What follows belongs to an exercise in optimizing a design on an open flow for small area, a short achievable clock period and few clock cycles per item; a production flow would make more cautious choices. In this exercise RTL edits were held to simulation tests only and were not proved equivalent to the original. No activity file was given, so power comes from the tool's default toggle rates.

==> inputs of trial 3 <==
Design mf_thresh, start of the top module:
module mf_thresh #(
    parameter T = 8
) (
    input  wire               clk,
    input  wire               rst,           
    input  wire               in_valid,
    output wire               in_ready,
    input  wire               in_kind,       
    input  wire        [15:0] in_chan,
    input  wire signed [31:0] in_value,
    input  wire        [7:0]  in_flags,      
    input  wire        [15:0] in_tout,       
    input  wire        [15:0] in_tag,
    input  wire        [2:0]  in_thr,
    input  wire        [2:0]  in_field,      
    input  wire        [31:0] in_data,
    output wire               rep_valid,
    input  wire               rep_ready,
    output reg         [2:0]  rep_thr,
    output reg         [1:0]  rep_old,
    output reg         [1:0]  rep_new,
    output reg  signed [31:0] rep_value,
    output reg         [15:0] rep_tag
);
    localparam [1:0] UNKNOWN = 2'd0, BELOW = 2'd1, INSIDE = 2'd2, ABOVE = 2'd3;
    localparam [15:0] NONE = 16'hFFFF;
    integer t;
    reg        [15:0] chan  [0:T-1];
    reg signed [31:0] nupper [0:T-1];    
    reg signed [31:0] lower [0:T-1];
    reg        [31:0] hyst  [0:T-1];
    reg        [15:0] dwell [0:T-1];
    reg        [1:0]  zone  [0:T-1];
    reg        [1:0]  cand  [0:T-1];
    reg        [T-1:0] nz;              
  ...
export LEC_CHECK = 0
export CAP_MARGIN = 30
export CORE_MARGIN = 2
export CORE_UTILIZATION = 65
export CTS_CLUSTER_DIAMETER = 100
export CTS_CLUSTER_SIZE = 24
export PLACE_DENSITY = 0.75
export SLEW_MARGIN = 30
create_clock -name core_clock -period 18.0 [get_ports {clk}]
standard.sh (not shown) runs the stock make flow with config.mk's settings and CLKGATE_MAP_FILE= SYNTH_SCRIPT=/design/flow/synth_recipe.tcl, a recipe that flattens the netlist after the stock synthesis.
==> flow/flow/run.sh <==
#!/bin/bash
# The standard layout, with its timing repair asked to leave extra setup
# slack on the design's clock, so that it also speeds up the paths the
# achieved period depends on. The constraints are the design's.
set -euo pipefail
bash standard.sh SETUP_SLACK_MARGIN=13 finish > standard_flow.log 2>&1
==> build 39: changes against trial 3 <==
--- a/flow/design.v
+++ b/flow/design.v
@@ -48,31 +48,26 @@
     reg signed [31:0] s2val;
     reg        [15:0] s2tout, s2tag;
     reg               s3v, s3k, s3clr, s3skip;
     reg        [T-1:0] s3m, s3gtu, s3ltl, s3hu, s3hl, s3ne;
     reg signed [31:0] s3val;
     reg        [15:0] s3tout, s3tag;
     reg               rv;
-    reg               qv;
-    reg        [2:0]  qthr;
-    reg        [1:0]  qold, qnew;
-    reg signed [31:0] qval;
-    reg        [15:0] qtag;
     reg        [T-1:0] gf;
     reg        [1:0]  gold [0:T-1];
     reg        [1:0]  gnew [0:T-1];
     assign rep_valid = rv;
     reg        [2:0]  sph;           
     reg        [2:0]  sidx;
     reg        [4:0]  scnt;
     reg        [15:0] stl, sq, sr, sp;
     reg               ssat;
     reg        [1:0]  sqb;
     reg        [17:0] sto3, stl3;    
-    wire s3go = s3v & (s3k | (~qv & ~|gf & ~|s3ne));
+    wire s3go = s3v & (s3k | (~rv & ~|s3ne));
     wire s2go = ~s3v | s3go;
     wire s1go = ~s2v | s2go;
     function automatic cy16(input [15:0] a, input [15:0] b, input ci);
         reg [15:0] g, p;
         reg [7:0]  g1, p1;
         reg [3:0]  g2, p2;
         reg [1:0]  g3, p3;
@@ -212,23 +207,14 @@
             if (gff[t]) begin
                 gff_thr = gff_thr | t[2:0];
                 gff_old = gff_old | gold[t];
                 gff_new = gff_new | gnew[t];
             end
         end
     end
-    wire       r_out = s3go & ~s3k;                   
-    wire       r_ld1 = r_out & ~rv;                   
-    wire       r_ldq = r_out & rv;                    
-    wire       r_fr  = ~rv | rep_ready;               
-    wire       r_q2o = qv & r_fr;
-    wire       r_g2o = ~qv & (gf != {T{1'b0}}) & r_fr;
-    wire [6:0] r_f   = r_ld1 ? {ff_thr, ff_old, ff_new} :
-                       r_q2o ? {qthr, qold, qnew} : {gff_thr, gff_old, gff_new};
-    wire [T-1:0] gf_n = r_out ? (fire & ~ff) : r_g2o ? (gf & ~gff) : gf;
     wire [T-1:0] s_low  = s3ne & (~s3ne + 1'b1);
     wire [17:0]  s_r4   = {sr, sq[15:14]};
     wire [18:0]  s_d1   = {1'b0, s_r4} - {3'b000, stl};
     wire [18:0]  s_d2   = {1'b0, s_r4} - {2'b00, stl, 1'b0};
     wire [18:0]  s_d3   = {1'b0, s_r4} - {1'b0, stl3};
     wire [1:0]   s_q    = !s_d3[18] ? 2'd3 : !s_d2[18] ? 2'd2 : !s_d1[18] ? 2'd1 : 2'd0;
     wire [15:0]  s_rn   = !s_d3[18] ? s_d3[15:0] : !s_d2[18] ? s_d2[15:0] :
@@ -242,41 +228,36 @@
     wire         s_need = nz[sidx] && (tl[sidx] != s3tout);
     wire        s1v_n = (in_valid & rdy) | (s1v & ~s1go);
     wire        s2v_n = s1go ? s1v : s2v;
     wire        s3v_n = s2go ? s2v : s3v;
     wire        s3k_n = s2go ? s2k : s3k;
     reg [T-1:0] s3ne_n;
     wire [T-1:0] s2ne_n = s1go ? c_ne : s2ne;
-    reg         rv_n, qv_n;
+    reg         rv_n;
     always @* begin
         s3ne_n = s3ne;
         if (s2go) s3ne_n = s2ne;
         else if ((sph == 3'd1 && !s_need) || sph == 3'd4) s3ne_n = s3ne & ~(8'd1 << sidx);
         rv_n = rv;
-        if (r_ld1) rv_n = |fire;
-        else if (r_q2o || r_g2o) rv_n = 1'b1;
-        else if (rep_ready) rv_n = 1'b0;
-        qv_n = qv;
-        if (r_ldq) qv_n = |fire;
-        else if (r_q2o) qv_n = 1'b0;
+        if (s3go && !s3k) rv_n = |fire;
+        else if (rv && rep_ready && gf == {T{1'b0}}) rv_n = 1'b0;
     end
     always @(posedge clk) begin
         if (rst) begin
             rdy  <= 1'b1;
             s1v  <= 1'b0;
             s2v  <= 1'b0;
             s3v  <= 1'b0;
             s2ne <= {T{1'b0}};
             s3ne <= {T{1'b0}};
             rv   <= 1'b0;
-            qv   <= 1'b0;
             gf   <= {T{1'b0}};
             sph  <= 3'd0;
         end else begin
-            rdy <= ~|s2ne_n & ~|s3ne_n & (~s1v_n | ~s2v_n | ~s3v_n | s3k_n | (~qv_n & ~|gf_n));
+            rdy <= ~|s2ne_n & ~|s3ne_n & (~s1v_n | ~s2v_n | ~s3v_n | s3k_n | ~rv_n);
             s1v <= s1v_n;
             if (rdy) begin
                 s1k    <= in_kind;
                 s1chan <= in_kind ? {10'd0, in_field, in_thr} : in_chan;
                 s1clr  <= in_flags[7];
                 s1skip <= in_flags[0] | in_flags[1];
                 s1val  <= in_kind ? in_data : in_value;
@@ -351,30 +332,30 @@
                         end
                     end
                     if (s3k && w_thr == t && w_field == 3'd4)
                         dwell[t] <= s3val[15:0];
                 end
             end
             rv <= rv_n;
-            qv <= qv_n;
-            gf <= gf_n;
-            {rep_thr, rep_old, rep_new} <= {rep_thr, rep_old, rep_new} ^
-                ({7{r_ld1 | r_q2o | r_g2o}} & (r_f ^ {rep_thr, rep_old, rep_new}));
-            {rep_value, rep_tag} <= {rep_value, rep_tag} ^
-                ({48{r_ld1 | r_q2o}} & ((r_ld1 ? {s3val, s3tag} : {qval, qtag}) ^ {rep_value, rep_tag}));
-            if (r_ldq) begin
-                {qthr, qold, qnew} <= {ff_thr, ff_old, ff_new};
-                qval <= s3val;
-                qtag <= s3tag;
-            end
-            if (r_out) begin
+            if (s3go && !s3k) begin
+                rep_thr   <= ff_thr;
+                rep_old   <= ff_old;
+                rep_new   <= ff_new;
+                rep_value <= s3val;
+                rep_tag   <= s3tag;
+                gf        <= fire & ~ff;
                 for (t = 0; t < T; t = t + 1) begin
                     gold[t] <= z0[t];
                     gnew[t] <= cc[t];
                 end
+            end else if (rv && rep_ready && gf != {T{1'b0}}) begin
+                rep_thr <= gff_thr;
+                rep_old <= gff_old;
+                rep_new <= gff_new;
+                gf      <= gf & ~gff;
             end
             case (sph)
                 3'd0: if (s3v && !s3k && s3ne != {T{1'b0}}) begin
                     sph <= 3'd1;
                     for (t = T - 1; t >= 0; t = t - 1)
                         if (s_low[t]) sidx <= t[2:0];
                 end
- CORE_UTILIZATION: 65 -> 30
- PLACE_DENSITY: 0.75 -> 0.5
==> trial 46: changes against trial 3 <==
--- a/flow/design.v
+++ b/flow/design.v
@@ -22,15 +22,15 @@
     output reg  signed [31:0] rep_value,
     output reg         [15:0] rep_tag
 );
     localparam [1:0] UNKNOWN = 2'd0, BELOW = 2'd1, INSIDE = 2'd2, ABOVE = 2'd3;
     localparam [15:0] NONE = 16'hFFFF;
     integer t;
     reg        [15:0] chan  [0:T-1];
-    reg signed [31:0] nupper [0:T-1];    
+    reg signed [31:0] upper [0:T-1];
     reg signed [31:0] lower [0:T-1];
     reg        [31:0] hyst  [0:T-1];
     reg        [15:0] dwell [0:T-1];
     reg        [1:0]  zone  [0:T-1];
     reg        [1:0]  cand  [0:T-1];
     reg        [T-1:0] nz;              
     reg        [15:0] rr    [0:T-1];    
@@ -48,31 +48,26 @@
     reg signed [31:0] s2val;
     reg        [15:0] s2tout, s2tag;
     reg               s3v, s3k, s3clr, s3skip;
     reg        [T-1:0] s3m, s3gtu, s3ltl, s3hu, s3hl, s3ne;
     reg signed [31:0] s3val;
     reg        [15:0] s3tout, s3tag;
     reg               rv;
-    reg               qv;
-    reg        [2:0]  qthr;
-    reg        [1:0]  qold, qnew;
-    reg signed [31:0] qval;
-    reg        [15:0] qtag;
     reg        [T-1:0] gf;
     reg        [1:0]  gold [0:T-1];
     reg        [1:0]  gnew [0:T-1];
     assign rep_valid = rv;
     reg        [2:0]  sph;           
     reg        [2:0]  sidx;
     reg        [4:0]  scnt;
-    reg        [15:0] stl, sq, sr, sp;
+    reg        [15:0] sdw, stl, sq, sr, sp;
     reg               ssat;
     reg        [1:0]  sqb;
     reg        [17:0] sto3, stl3;    
-    wire s3go = s3v & (s3k | (~qv & ~|gf & ~|s3ne));
+    wire s3go = s3v & (s3k | (~rv & ~|s3ne));
     wire s2go = ~s3v | s3go;
     wire s1go = ~s2v | s2go;
     function automatic cy16(input [15:0] a, input [15:0] b, input ci);
         reg [15:0] g, p;
         reg [7:0]  g1, p1;
         reg [3:0]  g2, p2;
         reg [1:0]  g3, p3;
@@ -103,17 +98,17 @@
     wire [2:0] s1thr   = s1chan[2:0];
     wire [2:0] s1field = s1chan[5:3];
     reg [T-1:0] c_m, c_bu, c_bl, c_au, c_cu, c_al, c_cl, c_ne;
     reg [15:0]  lx, ly, lz, ls, lc;
     always @* begin
         for (t = 0; t < T; t = t + 1) begin
             c_m[t]   = s1v && !s1k && (chan[t] != NONE) && (chan[t] == s1chan);
-            c_bu[t]  = cy16(s1val[15:0], nupper[t][15:0], 1'b0);
-            c_bl[t]  = cy16(lower[t][15:0], ~s1val[15:0], 1'b0);
-            lx = hyst[t][15:0]; ly = s1val[15:0]; lz = nupper[t][15:0];
+            c_bu[t]  = !cy16(upper[t][15:0], ~s1val[15:0], 1'b1);
+            c_bl[t]  = !cy16(s1val[15:0], ~lower[t][15:0], 1'b1);
+            lx = hyst[t][15:0]; ly = s1val[15:0]; lz = ~upper[t][15:0];
             ls = lx ^ ly ^ lz;
             lc = (lx & ly) | (lx & lz) | (ly & lz);
             c_au[t]  = lc[15];
             c_cu[t]  = cy16(ls, {lc[14:0], 1'b1}, 1'b0);
             lx = hyst[t][15:0]; ly = lower[t][15:0]; lz = ~s1val[15:0];
             ls = lx ^ ly ^ lz;
             lc = (lx & ly) | (lx & lz) | (ly & lz);
@@ -128,23 +123,23 @@
         end
     end
     reg [T-1:0] c_gtu, c_ltl, c_hu, c_hl;
     reg [16:0]  ha, hb;
     reg [17:0]  hx, hy, hz, hs, hc;
     always @* begin
         for (t = 0; t < T; t = t + 1) begin
-            ha = {s2val[31], s2val[31:16]};
-            hb = {nupper[t][31], nupper[t][31:16]};
-            c_gtu[t] = !(ha[16] ^ hb[16] ^ cy16(ha[15:0], hb[15:0], s2bu[t]));
-            ha = {lower[t][31], lower[t][31:16]};
+            ha = {upper[t][31], upper[t][31:16]};
             hb = ~{s2val[31], s2val[31:16]};
-            c_ltl[t] = !(ha[16] ^ hb[16] ^ cy16(ha[15:0], hb[15:0], s2bl[t]));
+            c_gtu[t] = ha[16] ^ hb[16] ^ cy16(ha[15:0], hb[15:0], !s2bu[t]);
+            ha = {s2val[31], s2val[31:16]};
+            hb = ~{lower[t][31], lower[t][31:16]};
+            c_ltl[t] = ha[16] ^ hb[16] ^ cy16(ha[15:0], hb[15:0], !s2bl[t]);
             hx = {2'b00, hyst[t][31:16]};
             hy = {{2{s2val[31]}}, s2val[31:16]};
-            hz = {{2{nupper[t][31]}}, nupper[t][31:16]};
+            hz = ~{{2{upper[t][31]}}, upper[t][31:16]};
             hs = hx ^ hy ^ hz;
             hc = {(hx & hy) | (hx & hz) | (hy & hz), 1'b0} | {17'd0, s2au[t]};
             c_hu[t]  = !(hs[17] ^ hc[17] ^ cy17(hs[16:0], hc[16:0], s2cu[t]));
             hx = {2'b00, hyst[t][31:16]};
             hy = {{2{lower[t][31]}}, lower[t][31:16]};
             hz = ~{{2{s2val[31]}}, s2val[31:16]};
             hs = hx ^ hy ^ hz;
@@ -212,98 +207,83 @@
             if (gff[t]) begin
                 gff_thr = gff_thr | t[2:0];
                 gff_old = gff_old | gold[t];
                 gff_new = gff_new | gnew[t];
             end
         end
     end
-    wire       r_out = s3go & ~s3k;                   
-    wire       r_ld1 = r_out & ~rv;                   
-    wire       r_ldq = r_out & rv;                    
-    wire       r_fr  = ~rv | rep_ready;               
-    wire       r_q2o = qv & r_fr;
-    wire       r_g2o = ~qv & (gf != {T{1'b0}}) & r_fr;
-    wire [6:0] r_f   = r_ld1 ? {ff_thr, ff_old, ff_new} :
-                       r_q2o ? {qthr, qold, qnew} : {gff_thr, gff_old, gff_new};
-    wire [T-1:0] gf_n = r_out ? (fire & ~ff) : r_g2o ? (gf & ~gff) : gf;
     wire [T-1:0] s_low  = s3ne & (~s3ne + 1'b1);
     wire [17:0]  s_r4   = {sr, sq[15:14]};
     wire [18:0]  s_d1   = {1'b0, s_r4} - {3'b000, stl};
     wire [18:0]  s_d2   = {1'b0, s_r4} - {2'b00, stl, 1'b0};
     wire [18:0]  s_d3   = {1'b0, s_r4} - {1'b0, stl3};
     wire [1:0]   s_q    = !s_d3[18] ? 2'd3 : !s_d2[18] ? 2'd2 : !s_d1[18] ? 2'd1 : 2'd0;
     wire [15:0]  s_rn   = !s_d3[18] ? s_d3[15:0] : !s_d2[18] ? s_d2[15:0] :
                           !s_d1[18] ? s_d1[15:0] : s_r4[15:0];
     wire [17:0]  s_qt   = (sqb == 2'd3) ? sto3 : (sqb == 2'd2) ? {1'b0, s3tout, 1'b0} :
                           (sqb == 2'd1) ? {2'b00, s3tout} : 18'd0;
     wire [18:0]  s_p2   = {1'b0, sp, 2'b00} + {1'b0, s_qt};
-    wire [15:0]  s_dw   = dwell[sidx];
-    wire [16:0]  s_left = {1'b0, s_dw} + {1'b0, ~sp};     
+    wire [16:0]  s_left = {1'b0, sdw} + {1'b0, ~sp};      
     wire [15:0]  s_res  = (ssat || !s_left[16]) ? 16'd0 : s_left[15:0];
     wire         s_need = nz[sidx] && (tl[sidx] != s3tout);
     wire        s1v_n = (in_valid & rdy) | (s1v & ~s1go);
     wire        s2v_n = s1go ? s1v : s2v;
     wire        s3v_n = s2go ? s2v : s3v;
     wire        s3k_n = s2go ? s2k : s3k;
     reg [T-1:0] s3ne_n;
     wire [T-1:0] s2ne_n = s1go ? c_ne : s2ne;
-    reg         rv_n, qv_n;
+    reg         rv_n;
     always @* begin
         s3ne_n = s3ne;
         if (s2go) s3ne_n = s2ne;
         else if ((sph == 3'd1 && !s_need) || sph == 3'd4) s3ne_n = s3ne & ~(8'd1 << sidx);
         rv_n = rv;
-        if (r_ld1) rv_n = |fire;
-        else if (r_q2o || r_g2o) rv_n = 1'b1;
-        else if (rep_ready) rv_n = 1'b0;
-        qv_n = qv;
-        if (r_ldq) qv_n = |fire;
-        else if (r_q2o) qv_n = 1'b0;
+        if (s3go && !s3k) rv_n = |fire;
+        else if (rv && rep_ready && gf == {T{1'b0}}) rv_n = 1'b0;
     end
     always @(posedge clk) begin
         if (rst) begin
             rdy  <= 1'b1;
             s1v  <= 1'b0;
             s2v  <= 1'b0;
             s3v  <= 1'b0;
             s2ne <= {T{1'b0}};
             s3ne <= {T{1'b0}};
             rv   <= 1'b0;
-            qv   <= 1'b0;
             gf   <= {T{1'b0}};
             sph  <= 3'd0;
         end else begin
-            rdy <= ~|s2ne_n & ~|s3ne_n & (~s1v_n | ~s2v_n | ~s3v_n | s3k_n | (~qv_n & ~|gf_n));
+            rdy <= ~|s2ne_n & ~|s3ne_n & (~s1v_n | ~s2v_n | ~s3v_n | s3k_n | ~rv_n);
             s1v <= s1v_n;
             if (rdy) begin
                 s1k    <= in_kind;
                 s1chan <= in_kind ? {10'd0, in_field, in_thr} : in_chan;
                 s1clr  <= in_flags[7];
                 s1skip <= in_flags[0] | in_flags[1];
                 s1val  <= in_kind ? in_data : in_value;
                 s1tout <= in_tout;
                 s1tag  <= in_tag;
             end
             if (rst_q) begin
                 nz <= {T{1'b0}};
                 for (t = 0; t < T; t = t + 1) begin
                     chan[t]  <= NONE;
-                    nupper[t] <= 32'sh80000000;
+                    upper[t] <= 32'sh7FFFFFFF;
                     lower[t] <= 32'sh80000000;
                     hyst[t]  <= 32'd0;
                     dwell[t] <= 16'd0;
                     zone[t]  <= UNKNOWN;
                     cand[t]  <= UNKNOWN;
                 end
             end else if (s1go && s1v && s1k) begin
                 for (t = 0; t < T; t = t + 1) begin
                     if (s1thr == t) begin
                         case (s1field)
                             3'd0: chan[t]  <= s1val[15:0];
-                            3'd1: nupper[t] <= ~s1val;
+                            3'd1: upper[t] <= s1val;
                             3'd2: lower[t] <= s1val;
                             3'd3: hyst[t]  <= s1val;
                             default: ;
                         endcase
                     end
                 end
             end
@@ -351,44 +331,45 @@
                         end
                     end
                     if (s3k && w_thr == t && w_field == 3'd4)
                         dwell[t] <= s3val[15:0];
                 end
             end
             rv <= rv_n;
-            qv <= qv_n;
-            gf <= gf_n;
-            {rep_thr, rep_old, rep_new} <= {rep_thr, rep_old, rep_new} ^
-                ({7{r_ld1 | r_q2o | r_g2o}} & (r_f ^ {rep_thr, rep_old, rep_new}));
-            {rep_value, rep_tag} <= {rep_value, rep_tag} ^
-                ({48{r_ld1 | r_q2o}} & ((r_ld1 ? {s3val, s3tag} : {qval, qtag}) ^ {rep_value, rep_tag}));
-            if (r_ldq) begin
-                {qthr, qold, qnew} <= {ff_thr, ff_old, ff_new};
-                qval <= s3val;
-                qtag <= s3tag;
-            end
-            if (r_out) begin
+            if (s3go && !s3k) begin
+                rep_thr   <= ff_thr;
+                rep_old   <= ff_old;
+                rep_new   <= ff_new;
+                rep_value <= s3val;
+                rep_tag   <= s3tag;
+                gf        <= fire & ~ff;
                 for (t = 0; t < T; t = t + 1) begin
                     gold[t] <= z0[t];
                     gnew[t] <= cc[t];
                 end
+            end else if (rv && rep_ready && gf != {T{1'b0}}) begin
+                rep_thr <= gff_thr;
+                rep_old <= gff_old;
+                rep_new <= gff_new;
+                gf      <= gf & ~gff;
             end
             case (sph)
                 3'd0: if (s3v && !s3k && s3ne != {T{1'b0}}) begin
                     sph <= 3'd1;
                     for (t = T - 1; t >= 0; t = t - 1)
                         if (s_low[t]) sidx <= t[2:0];
                 end
                 3'd1: begin
+                    sdw <= dwell[sidx];
                     stl <= tl[sidx];
                     sq  <= rr[sidx];
                     sph <= s_need ? 3'd2 : 3'd0;
                 end
                 3'd2: begin
-                    sq   <= s_dw + ~sq;          
+                    sq   <= sdw + ~sq;           
                     sr   <= 16'd0;
                     sp   <= 16'd0;
                     ssat <= 1'b0;
                     sqb  <= 2'd0;
                     sto3 <= {2'b00, s3tout} + {1'b0, s3tout, 1'b0};
                     stl3 <= {2'b00, stl} + {1'b0, stl, 1'b0};
                     scnt <= 5'd0;
==> flow/flow/run.sh (replaced) <==
#!/bin/bash
# The standard layout, with its timing repair asked to leave extra setup
# slack on the design's clock, so that it also speeds up the paths the
# achieved period depends on. The constraints are the design's.
set -euo pipefail
bash standard.sh SETUP_SLACK_MARGIN=12.5 finish > standard_flow.log 2>&1
- CORE_UTILIZATION: 65 -> 30
- CTS_CLUSTER_DIAMETER: 100 -> not set
- CTS_CLUSTER_SIZE: 24 -> not set
- PLACE_DENSITY: 0.75 -> 0.5
==> summary of the runs <==
- The highest setup slack belongs to trial 3, the lowest to trial 46.
- Between trial 46 and trial 3, the lower sequential share of layout area is in trial 46 (gap 2.1 points).
- Between trial 3 and trial 46, the lower total power is in trial 3 (gap 17%, measured against trial 46).
- Between build 39 and trial 3, the lower sequential power is in build 39 (gap about 3%, measured against trial 3).
- In trial 46 the clock power is higher than in trial 3, by about 90%.
- Between build 39 and trial 46, the lower hold slack is in trial 46 (gap 36 ps).
- Trial 3 finished with timing, DRC and antenna clean. Trial 46 produced a clean layout. Build 39 ran to the end with no violations.
- In trial 3 the combinational power is higher than in trial 46, by about 5%.
- Utilization: trial 46 is higher than build 39 (0.73 points).
- Clock skew: trial 3 < trial 46 < build 39.
- The highest via count belongs to trial 3, the lowest to build 39.
- Between trial 3 and build 39, the lower sequential cell count is in build 39 (gap 61).
==> figures <==
| metric | build 39 | trial 3 | trial 46 |
|---|---|---|---|
| Post-Syn Area per Cell | 11.2 sq um | 11.1 sq um | 11.4 sq um |
| Clock buffer cells | 128 | 112 | 268 |
| Status | no timing/DRC/antenna violations | no timing/DRC/antenna violations | no timing/DRC/antenna violations |
| Clock share of power | 30.2% | 26.6% | 41.2% |
| Power attributed to the clock group | 2.95 mW | 2.55 mW | 4.78 mW |
| First-pass iteration count of the detailed router | 8 | 9 | 9 |
| Via count of the first global-routing pass | 83.7k | 90.8k | 86.4k |
| Sum of net half-perimeters after detailed placement | 284000 microns | 288000 microns | 291000 microns |
| Routed metal-1 wire length | 166000 microns | 141000 microns | 164000 microns |
| Slowest Stage Delay on Critical Path | 630 ps | 560 ps | 460 ps |
| Tmin final | 5390 ps | 5200 ps | 5500 ps |
| Overall Global Routing Usage | 19.0% | 40.7% | 19.4% |
| Wire length of the first global-routing pass | 565000 microns | 573000 microns | 576000 microns |
| Post-CTS setup repair buffer count | 42 | 37 | 14 |
| Post-synth design cell area | 0.117 sq mm | 0.121 sq mm | 0.118 sq mm |
| Largest clock skew in the final design | 86.8 ps | 43.1 ps | 74.7 ps |
| Fraction of the mapped netlist area in compound gates | 13.2% | 14.1% | 13.4% |
| Post-synthesis share of cell area spent on xor and xnor gates | 4.43% | 4.28% | 4.28% |
| Power per cell area | 73.7 mW/mm^2 | 72.7 mW/mm^2 | 85.7 mW/mm^2 |
| Met2 capacity usage during global routing | 32.2% | 65.1% | 33.3% |
| Clock-pin transition on the worst setup and hold timing paths | 100 ps | 100 ps | 60 ps |
| Part of the Yosys area used for sequential elements | 47.3% | 47.4% | 47.6% |
| Area used by multi-input combinational logic | 0.0575 sq mm | 0.0593 sq mm | 0.0570 sq mm |
Testbench counts of trial 3, summed over its fixed seeds: cycles 32,562, items 32,320.
Testbench counts of build 39, summed over its fixed seeds: cycles 33,483, items 32,320.
Testbench counts of trial 46, summed over its fixed seeds: cycles 33,483, items 32,320.

==> afterwards: timing with drivers on the ports <==
The flow's constraints put no driver on any port. The routed layouts listed below were extracted and timed again, unchanged, in two steps. Step 1, drivers: a clkbuf_16 drives clk and a buf_2 each remaining input, both assumed. Step 2 times the ports against the registers' clock, not the clock port: input delays grow and output delays shrink by t, the midpoint of the rising clock arrivals with the driver on. a / b / c = ideal ports / drivers / drivers and shift; a / b = the first two.
run | t (ns) | setup slack, ns | hold slack, ns | clock arrival spread, ns | slew at the worst register clock pin (ns)
trial 3 | 0.901 | 12.800 / 12.706 / 12.204 | 0.413 / 0.413 / 0.413 | 0.051 / 0.051 | 0.11 / 0.11
build 39 | 0.990 | 12.609 / 12.506 / 12.103 | 0.426 / 0.426 / 0.426 | 0.096 / 0.096 | 0.11 / 0.11
trial 46 | 0.987 | 12.499 / 12.481 / 11.560 | 0.390 / 0.390 / 0.390 | 0.080 / 0.079 | 0.07 / 0.07
After both steps setup and hold are still met in every run listed. The setup slack of trial 46, which loses most, moves by -0.018 ns with the drivers and by -0.939 ns with both steps.
